Context: an optimization exercise on an open-source flow, tuned for small area. The choices shown serve that exercise and are no tape-out recipe. The RTL was checked by simulation tests, not by an equivalence proof against the original design. Power and IR drop assume default switching activity.

### flow/config.mk
export PLATFORM = sky130hd
export DESIGN_NAME = cic5_group
export DESIGN_NICKNAME = cic5_group
export VERILOG_FILES = /design/flow/design.v
export SDC_FILE = /design/flow/constraint.sdc
export NUM_CORES = 4
export LEC_CHECK = 0
export CAP_MARGIN = 20
export CORE_MARGIN = 2
export CORE_UTILIZATION = 40
export PLACE_DENSITY = 0.6
export SLEW_MARGIN = 20
### flow/constraint.sdc
create_clock -name core_clock -period 15.0 [get_ports {clk}]
set_input_delay 3.0000 -clock core_clock [delete_from_list [all_inputs] [get_ports {clk}]]
set_output_delay 3.0000 -clock core_clock [all_outputs]
set_load 0.01 [all_outputs]
### flow/design.v
module cic5_f32 (
    input  wire        clk,
    input  wire        rst,
    input  wire        ph0,
    input  wire        ld,
    input  wire        yld,        
    input  wire [5:0]  ldig,
    input  wire [40:0] dval,
    input  wire        ini_step,
    input  wire        ini_bit,
    output reg         busy,
    output reg  [41:0] rem,
    output wire [31:0] result
);
    reg  [23:0] f;         
    reg  [5:0]  e6;        
    reg         sgn;
    reg         fnd;       
    reg         zacc;      
    wire        sg   = ini_step | sgn;
    wire [41:0] x    = {rem[40:0], 1'b0};
    wire [41:0] bop  = sg ? {1'b0, dval} : ~{1'b0, dval};
    wire [41:0] sum  = x + bop + {41'd0, ~sg};
    wire        sz   = (sum == 42'd0);
    wire        c    = ini_step ? ini_bit : (sg ? (sum[41] | sz) : ~sum[41]);
    wire        ru   = c & (~sz | f[0]);
    wire [23:0] finc = {1'b0, f[22:0]} + {23'd0, ru};
    wire        yz   = (ph0 | zacc) & (ldig == 6'd0);
    always @(posedge clk) begin
        rem <= ld ? {ldig, rem[41:6]} : (c ? sum : x);
    end
    always @(posedge clk) begin
        if (rst) begin
            busy <= 1'b0;
        end else if (yld) begin
            zacc <= yz;
            sgn  <= ldig[5];
            busy <= ~yz;
            e6   <= yz ? 6'd0 : 6'd62;
            f    <= 24'd0;
            fnd  <= 1'b0;
        end else if (busy) begin
            if (!f[23]) begin
                f   <= {f[22:0], c};
                fnd <= fnd | c;
                if (!fnd && !c) e6 <= e6 - 6'd1;
            end else begin
                f[22:0] <= finc[22:0];
                e6      <= e6 + {5'd0, finc[23]};
                busy    <= 1'b0;
            end
        end
    end
    assign result = {sgn, 1'b0, f[23], e6, f[22:0]};
endmodule
module cic5_lane (
    input  wire        clk,
    input  wire        rst,
    input  wire        ph0,        
    input  wire        fresh,      
    input  wire        act,        
    input  wire        cact,       
    input  wire        xb,         
    input  wire [40:0] dval,       
    input  wire        ini_clr,    
    input  wire        ini_step,   
    input  wire        ini_bit,
    input  wire        bv,         
    input  wire        bin,        
    input  wire        dec,        
    input  wire [4:0]  thr,        
    output wire        busy,
    output wire [41:0] rem,
    output wire [31:0] result,
    output reg         ovr
);
    wire [5:0] m = {6{~fresh}};
    reg  [41:0] i1, i2, i3, i4, i5;
    reg         k1, k2, k3, k4, k5;
    wire [6:0]  t1 = {1'b0, i1[5:0] & m} + {1'b0, {6{act & ~xb}}} + {6'd0, ph0 ? (act & xb) : k1};
    wire [6:0]  t2 = {1'b0, i2[5:0] & m} + {1'b0, {6{act}} & t1[5:0]} + {6'd0, ~ph0 & k2};
    wire [6:0]  t3 = {1'b0, i3[5:0] & m} + {1'b0, {6{act}} & t2[5:0]} + {6'd0, ~ph0 & k3};
    wire [6:0]  t4 = {1'b0, i4[5:0] & m} + {1'b0, {6{act}} & t3[5:0]} + {6'd0, ~ph0 & k4};
    wire [6:0]  t5 = {1'b0, i5[5:0] & m} + {1'b0, {6{act}} & t4[5:0]} + {6'd0, ~ph0 & k5};
    reg  [41:0] d1, d2, d3, d4, d5;
    reg         b1, b2, b3, b4, b5;
    wire [5:0]  e1 = d1[5:0] & m, e2 = d2[5:0] & m, e3 = d3[5:0] & m,
                e4 = d4[5:0] & m, e5 = d5[5:0] & m;
    wire [6:0]  u1 = {1'b0, t5[5:0]} + {1'b0, ~e1} + {6'd0, ph0 | b1};
    wire [6:0]  u2 = {1'b0, u1[5:0]} + {1'b0, ~e2} + {6'd0, ph0 | b2};
    wire [6:0]  u3 = {1'b0, u2[5:0]} + {1'b0, ~e3} + {6'd0, ph0 | b3};
    wire [6:0]  u4 = {1'b0, u3[5:0]} + {1'b0, ~e4} + {6'd0, ph0 | b4};
    wire [6:0]  u5 = {1'b0, u4[5:0]} + {1'b0, ~e5} + {6'd0, ph0 | b5};
    always @(posedge clk) begin
        i1 <= {t1[5:0], i1[41:6]}; k1 <= t1[6];
        i2 <= {t2[5:0], i2[41:6]}; k2 <= t2[6];
        i3 <= {t3[5:0], i3[41:6]}; k3 <= t3[6];
        i4 <= {t4[5:0], i4[41:6]}; k4 <= t4[6];
        i5 <= {t5[5:0], i5[41:6]}; k5 <= t5[6];
        d1 <= {cact ? t5[5:0] : e1, d1[41:6]}; b1 <= u1[6];
        d2 <= {cact ? u1[5:0] : e2, d2[41:6]}; b2 <= u2[6];
        d3 <= {cact ? u2[5:0] : e3, d3[41:6]}; b3 <= u3[6];
        d4 <= {cact ? u3[5:0] : e4, d4[41:6]}; b4 <= u4[6];
        d5 <= {cact ? u4[5:0] : e5, d5[41:6]}; b5 <= u5[6];
    end
    reg  [4:0] co, cz;
    wire [4:0] co_n = co + {4'd0, bin & (co != thr)};
    wire [4:0] cz_n = cz + {4'd0, ~bin & (cz != thr)};
    always @(posedge clk) begin
        if (rst) begin
            co <= 5'd0;
            cz <= 5'd0;
        end else if (bv) begin
            if (dec) begin
                co  <= 5'd0;
                cz  <= 5'd0;
                ovr <= (co_n != thr) | (cz_n != thr);
            end else begin
                co <= co_n;
                cz <= cz_n;
            end
        end
    end
    cic5_f32 u_f32 (
        .clk      (clk),
        .rst      (rst),
        .ph0      (ph0),
        .ld       (cact | ini_clr),
        .yld      (cact),
        .ldig     (ini_clr ? 6'd0 : u5[5:0]),
        .dval     (dval),
        .ini_step (ini_step),
        .ini_bit  (ini_bit),
        .busy     (busy),
        .rem      (rem),
        .result   (result)
    );
endmodule
module cic5_group #(
    parameter LANES = 4
) (
    input  wire                clk,
    input  wire                rst,         
    input  wire [8:0]          cfg_r,       
    input  wire                bit_valid,
    input  wire [LANES-1:0]    bit_in,
    output reg                 out_valid,
    output wire [32*LANES-1:0] out_data,
    output wire [LANES-1:0]    out_ovr
);
    reg  [2:0] ph;
    reg        fresh;
    wire       ph0 = (ph == 3'd0);
    wire       ph6 = (ph == 3'd6);
    always @(posedge clk) begin
        if (rst) begin
            ph    <= 3'd0;
            fresh <= 1'b1;
        end else begin
            ph <= ph6 ? 3'd0 : ph + 3'd1;
            if (ph6) fresh <= 1'b0;
        end
    end
    wire       bv   = bit_valid & ~rst;
    reg  [8:0] phase;
    wire [8:0] pinc = phase + 9'd1;
    wire       dec  = (pinc == cfg_r);
    reg                 pv, pdec, act, cact;
    reg  [LANES-1:0]    pb, xb;
    always @(posedge clk) begin
        if (rst) begin
            phase <= 9'd0;
            pv    <= 1'b0;
            act   <= 1'b0;
            cact  <= 1'b0;
        end else begin
            if (bv) phase <= dec ? 9'd0 : pinc;
            if (ph6) begin
                act  <= pv | bv;
                cact <= bv ? dec : (pv & pdec);
                xb   <= bv ? bit_in : pb;
                pv   <= 1'b0;
            end else if (bv) begin
                pv   <= 1'b1;
                pdec <= dec;
                pb   <= bit_in;
            end
        end
    end
    reg  [6:0]  ic;
    reg  [40:0] dval;
    wire [41:0] rem0;
    wire        ini_clr  = ~ic[6] & (ic[3:0] < 4'd7);
    wire        ini_step = ~ic[6] & (ic[3:0] >= 4'd7);
    wire        ini_bit  = cfg_r[~ic[3:0]];
    always @(posedge clk) begin
        if (rst) begin
            ic   <= 7'd0;
            dval <= {32'd0, cfg_r};
        end else begin
            if (ic != 7'd65) ic <= ic + 7'd1;
            if (ic[3:0] == 4'd0 && ic != 7'd0 && ic != 7'd65)
                dval <= rem0[40:0];
        end
    end
    wire [9:0] tnum = {cfg_r, 1'b0} + 10'd24;
    wire [4:0] thr  = tnum / 10'd25;
    wire [LANES-1:0] busy;
    reg              pend;
    always @(posedge clk) begin
        if (rst) begin
            pend      <= 1'b0;
            out_valid <= 1'b0;
        end else begin
            out_valid <= 1'b0;
            if (cact && ph6)
                pend <= 1'b1;
            else if (pend && busy == {LANES{1'b0}}) begin
                pend      <= 1'b0;
                out_valid <= 1'b1;
            end
        end
    end
    genvar i;
    generate
        for (i = 0; i < LANES; i = i + 1) begin : g_lane
            wire [41:0] rem;
            cic5_lane u_lane (
                .clk      (clk),
                .rst      (rst),
                .ph0      (ph0),
                .fresh    (fresh),
                .act      (act),
                .cact     (cact),
                .xb       (xb[i]),
                .dval     (dval),
                .ini_clr  (i == 0 ? ini_clr  : 1'b0),
                .ini_step (i == 0 ? ini_step : 1'b0),
                .ini_bit  (ini_bit),
                .bv       (bv),
                .bin      (bit_in[i]),
                .dec      (dec),
                .thr      (thr),
                .busy     (busy[i]),
                .rem      (rem),
                .result   (out_data[32*i +: 32]),
                .ovr      (out_ovr[i])
            );
        end
    endgenerate
    assign rem0 = g_lane[0].rem;
endmodule
### flow/run.sh
#!/bin/bash
# synth_recipe.tcl (not shown) runs the flow's synth.tcl, then flattens the netlist and writes it again
# the make line also repeats each setting of config.mk as NAME=value (left out here)
make -C /OpenROAD-flow-scripts/flow DESIGN_CONFIG=/design/flow/config.mk WORK_HOME=/design/flow/orfs CLKGATE_MAP_FILE= SYNTH_SCRIPT=/design/flow/synth_recipe.tcl finish
==> run summary <==
==> routing by layer <==
layer  vias up  part of all wire, %  GRT usage [%]
met1     24600                   49           23.0
met4         4                  2.9           5.60
met2       915                   44           25.6
met5         -                0.017              0
li1      25600                    -              -
met3       290                  4.7           3.00
==> stage by stage <==
stage	power [mW]	setup slack, ns	cells	hold WS (ns)
floorplan	8.66	5.33	7427	0.310
global placement	9.36	2.40	9949	0.310
detailed placement	9.40	2.30	9949	0.312
CTS	14.9	3.21	10300	0.270
global route	15.5	2.69	10300	0.286
finish	14.8	3.38	10300	0.275
==> worst max-delay path by stage <==
stage / from / cells after the start / end / slack (ns)
after floorplan: cfg_r[2] / 31 / g_lane[3].u_lane.ovr / 5.33
after global placement: cfg_r[2] / 30 / g_lane[0].u_lane.ovr / 2.40
after detailed placement: cfg_r[2] / 27 / g_lane[1].u_lane.ovr / 2.30
after CTS: cfg_r[2] / 27 / g_lane[1].u_lane.ovr / 3.21
after global routing: cfg_r[2] / 31 / g_lane[2].u_lane.ovr / 2.69
final: cfg_r[2] / 28 / g_lane[1].u_lane.ovr / 3.38
==> flip-flops by register name, summed over array words and instances, names as in the netlist, 7 cells and up <==
name / cells
g_lane.u_lane.d3: 168
dval: 41
g_lane.u_lane.u_f32.e6: 24
ic: 7
g_lane.u_lane.i3: 168
g_lane.u_lane.i4: 168
g_lane.u_lane.d4: 168
g_lane.u_lane.d2: 168
g_lane.u_lane.u_f32.rem: 168
g_lane.u_lane.cz: 20
g_lane.u_lane.co: 20
g_lane.u_lane.d1: 168
g_lane.u_lane.u_f32.f: 96
g_lane.u_lane.i5: 168
g_lane.u_lane.i1: 168
g_lane.u_lane.d5: 168
g_lane.u_lane.i2: 168
phase: 9
==> critical path: stages <==
cell,delay (ns)
clkdlybuf4s50_1,1.00
clkinv_1,0.52
ha_1,0.55
nor3b_1,0.25
o211a_1,0.32
nor3_2,0.56
o22ai_2,0.28
o21ai_2,0.26
a21oi_1,0.18
nor4_2,0.41
nor3_4,0.13
a211o_1,0.33
a31o_2,0.31
ha_1,0.22
nor2_1,0.20
a32oi_1,0.13
o21ai_4,0.58
mux2i_1,0.23
a2111oi_4,0.68
buf_6,0.24
xnor2_1,0.07
o31a_1,0.29
ha_1,0.20
ha_1,0.23
xnor2_1,0.15
or3_1,0.35
a221oi_1,0.34
o221ai_1,0.18
==> power by group through the flow <==
stage	Clock [mW]	Combinational [mW]	Sequential, mW
6_report	5.47	3.13	6.21
4_1_cts	5.62	3.10	6.20
5_1_grt	5.86	3.47	6.22
3_5_place_dp	0	3.08	6.32
2_1_floorplan	0	2.43	6.22
3_3_place_gp	0	3.03	6.33
==> cell type report <==
class | count | area (um2)
clock buffers | 290 | 5990
repair buffers | 194 | 1830
diodes | 1 | 2.50
clock inverters | 104 | 1450
well taps | 2656 | 3320
flip-flops and latches | 2143 | 44500
inverters | 301 | 1130
fillers | 18300 | 108000
multi-input cells | 4656 | 33500
==> layout by cell type, fill, tap and decap left out, types with 142 or more instances in the layout <==
cell type        instances
o21ai_0                335
clkbuf_16              212
clkdlybuf4s50_1        142
nor2b_1                157
dfxtp_1               1986
ha_1                   420
nand2_1                497
nand3_1                162
xor2_1                 146
xnor2_1                461
edfxtp_1               154
nand2b_1               249
inv_1                  298
nor2_1                 328
a21o_1                 240
a21oi_1                406
==> logic make-up (layout without fill, tap and decap cells) <==
logic type | count (synthesis) | count (layout) | share of synthesized area [%]
adders and majority gates | 509 | 509 | 8.75
and+or+nand+nor | 1840 | 1840 | 11.6
other | 1 | 5 | 0.00467
DFF | 2143 | 2143 | 55.4
xor gates and xnor gates | 612 | 612 | 6.69
AOI/OAI and AO/OA | 1552 | 1552 | 12.7
buffers and inverters | 628 | 889 | 3.06
muxes | 139 | 139 | 1.83
==> flow_metrics.py <==
metrics = {
    "detailed_routing": {
        "finalWirelength_um": 170000,
        "routedWlPerCell_um": 16.4,
        "first_pass_iters": 5,
        "drt_iter0_drc": 2908,
        "ant_nets": 0,
        "vias": 51400,
        "vias_per_cell": 4.97,
        "post-route-drc-count": 0,
    },
    "power": {
        "internal_power_mw": 10.5,
        "clkPwrFrac_pct": 36.9,
        "peakVddDrop_uv": 117,
        "seq_power_share_pct": 41.9,
        "switching_power_mw": 4.31,
        "swShare_pct": 29.1,
        "pwr-share-comb_pct": 21.1,
        "powerDensity_mw_per_mm2": 161,
        "power_leakage_nw": 37.4,
    },
    "clock_network": {
        "cts_max_level": 4,
        "cts-hold-fix-buffers": 0,
        "cts_resized": 0,
        "clock_path_buffers": 3,
        "cts-buffers-inserted": 210,
        "cts_tree": "built",
        "clock-sinks": 2143,
        "path_clk_slew_ns": 0.06,
        "cts_setup_buffers": 0,
        "cts-root-buf": "clkbuf_16",
        "clock_latency_ns": 0.86,
    },
    "worst_hold_path": {
        "min_path_type": "reg2reg",
        "hp-start": "g_lane[3].u_lane.i2[38]",
        "min_to": "g_lane[3].u_lane.i2[32]",
        "hold_depth": 0,
    },
    "placed_design": {
        "place_area_mm2": 0.0842,
        "gp_congestion": 0.878,
        "place_hpwl_um": 114000,
        "port_buffers": 144,
    },
    "timing": {
        "period_needed_ns": 11.62,
        "setup_tns_ns": 0,
        "slew_viol_final": 0,
        "rsz0062_at_grt": "false",
        "hold_viol_final": 0,
        "clock_skew_ns": 0.0680,
        "max_slew.worst_pin.slew_ns": 0.996,
        "finalSetupViolCount": 0,
        "fmax_mhz": 86.1,
        "slew_headroom_pct": 33.0,
        "fin_crit_sh_pct": 77.5,
    },
    "logic_synthesis": {
        "ys_ff_latch": 2143,
        "syn-instance-count": 7424,
        "ys.flop_type": "dfxtp_1",
        "synth_edf_count": 154,
        "synth.cell_area_mm2": 0.0803,
        "synth_cell_type_count": 109,
        "yosysTopAreaCell": "dfxtp_1",
        "yosys.cell_count.top_type": "dfxtp_1",
        "synthTopCellsByArea": "dfxtp_1, ha_1, edfxtp_1",
        "ys_top_cells_by_count": "dfxtp_1, nand2_1, xnor2_1",
        "ys.warnings.count": 3,
        "syn_avg_cell_area_um2": 10.8,
        "synth.top_cell.area_share_pct": 49.6,
        "async_reset_ff_share_pct": 0,
        "ys_seq_area_share_pct": 55.4,
    },
    "finish": {
        "final_cell_area_mm2": 0.0917,
        "fin_nets": 8030,
        "areaGrowthSynthToFinish_pct": 14.2,
        "drive_gt1_share_pct": 6.58,
        "utilization_pct": 45.9,
    },
    "grt": {
        "track_usage_pct": 16.5,
        "grt_pass1_vias": 50900,
        "grt_overflow": 0,
        "antenna_found_initial": 4,
        "grt_pass1_wl_um": 274000,
        "grt_max_degree": 180,
    },
    "setup_path": {
        "worst_setup_path_end_kind": "flop",
        "path_class": "in2reg",
        "cp.required_ns": 15.56,
        "arrival_ns": 12.18,
        "r2r_slack_ns": 4.34,
        "crit_fanout": 19,
        "r2r_cells": 37,
        "cp-start-kind": "input pin",
        "regToRegEndpoint": "g_lane[0].u_lane.u_f32.e6[5]",
        "reg2reg_from": "ic[0]",
    },
    "job": {
        "cap_violations": 0,
    },
    "floorplan": {
        "die_h_um": 452,
        "die-area_mm2": 0.204,
        "chipWidth_um": 452,
        "fp-row-count": 164,
        "core_mm2": 0.200,
        "start_util_pct": 40.2,
        "ios": 149,
    },
    "outcome": {
        "outcome": "no timing/DRC/antenna violations",
    },
}

==> re-timing with driven ports <==
Ports are ideal in the flow. The routed layout listed here was re-timed in OpenROAD.
Step 1, drivers: a clkbuf_16 drives clk and a buf_2 each remaining input, both assumed.
Step 2 times the ports against the registers' clock, not the clock port: input delays grow and output delays shrink by t, the midpoint of the rising clock arrivals with the driver on.
Slacks: ideal ports / drivers / drivers and shift; pairs: ideal ports / drivers.
shift t [ns]: 0.909
setup WS [ns]: 3.381 / 3.438 / 2.529
worst hold slack (ns): 0.275 / 0.275 / 0.275
cell pins on the clock port's net: 1
After both steps this run still meets setup and hold. The setup slack of this run moves by +0.057 ns with the drivers and by -0.852 ns with both steps.
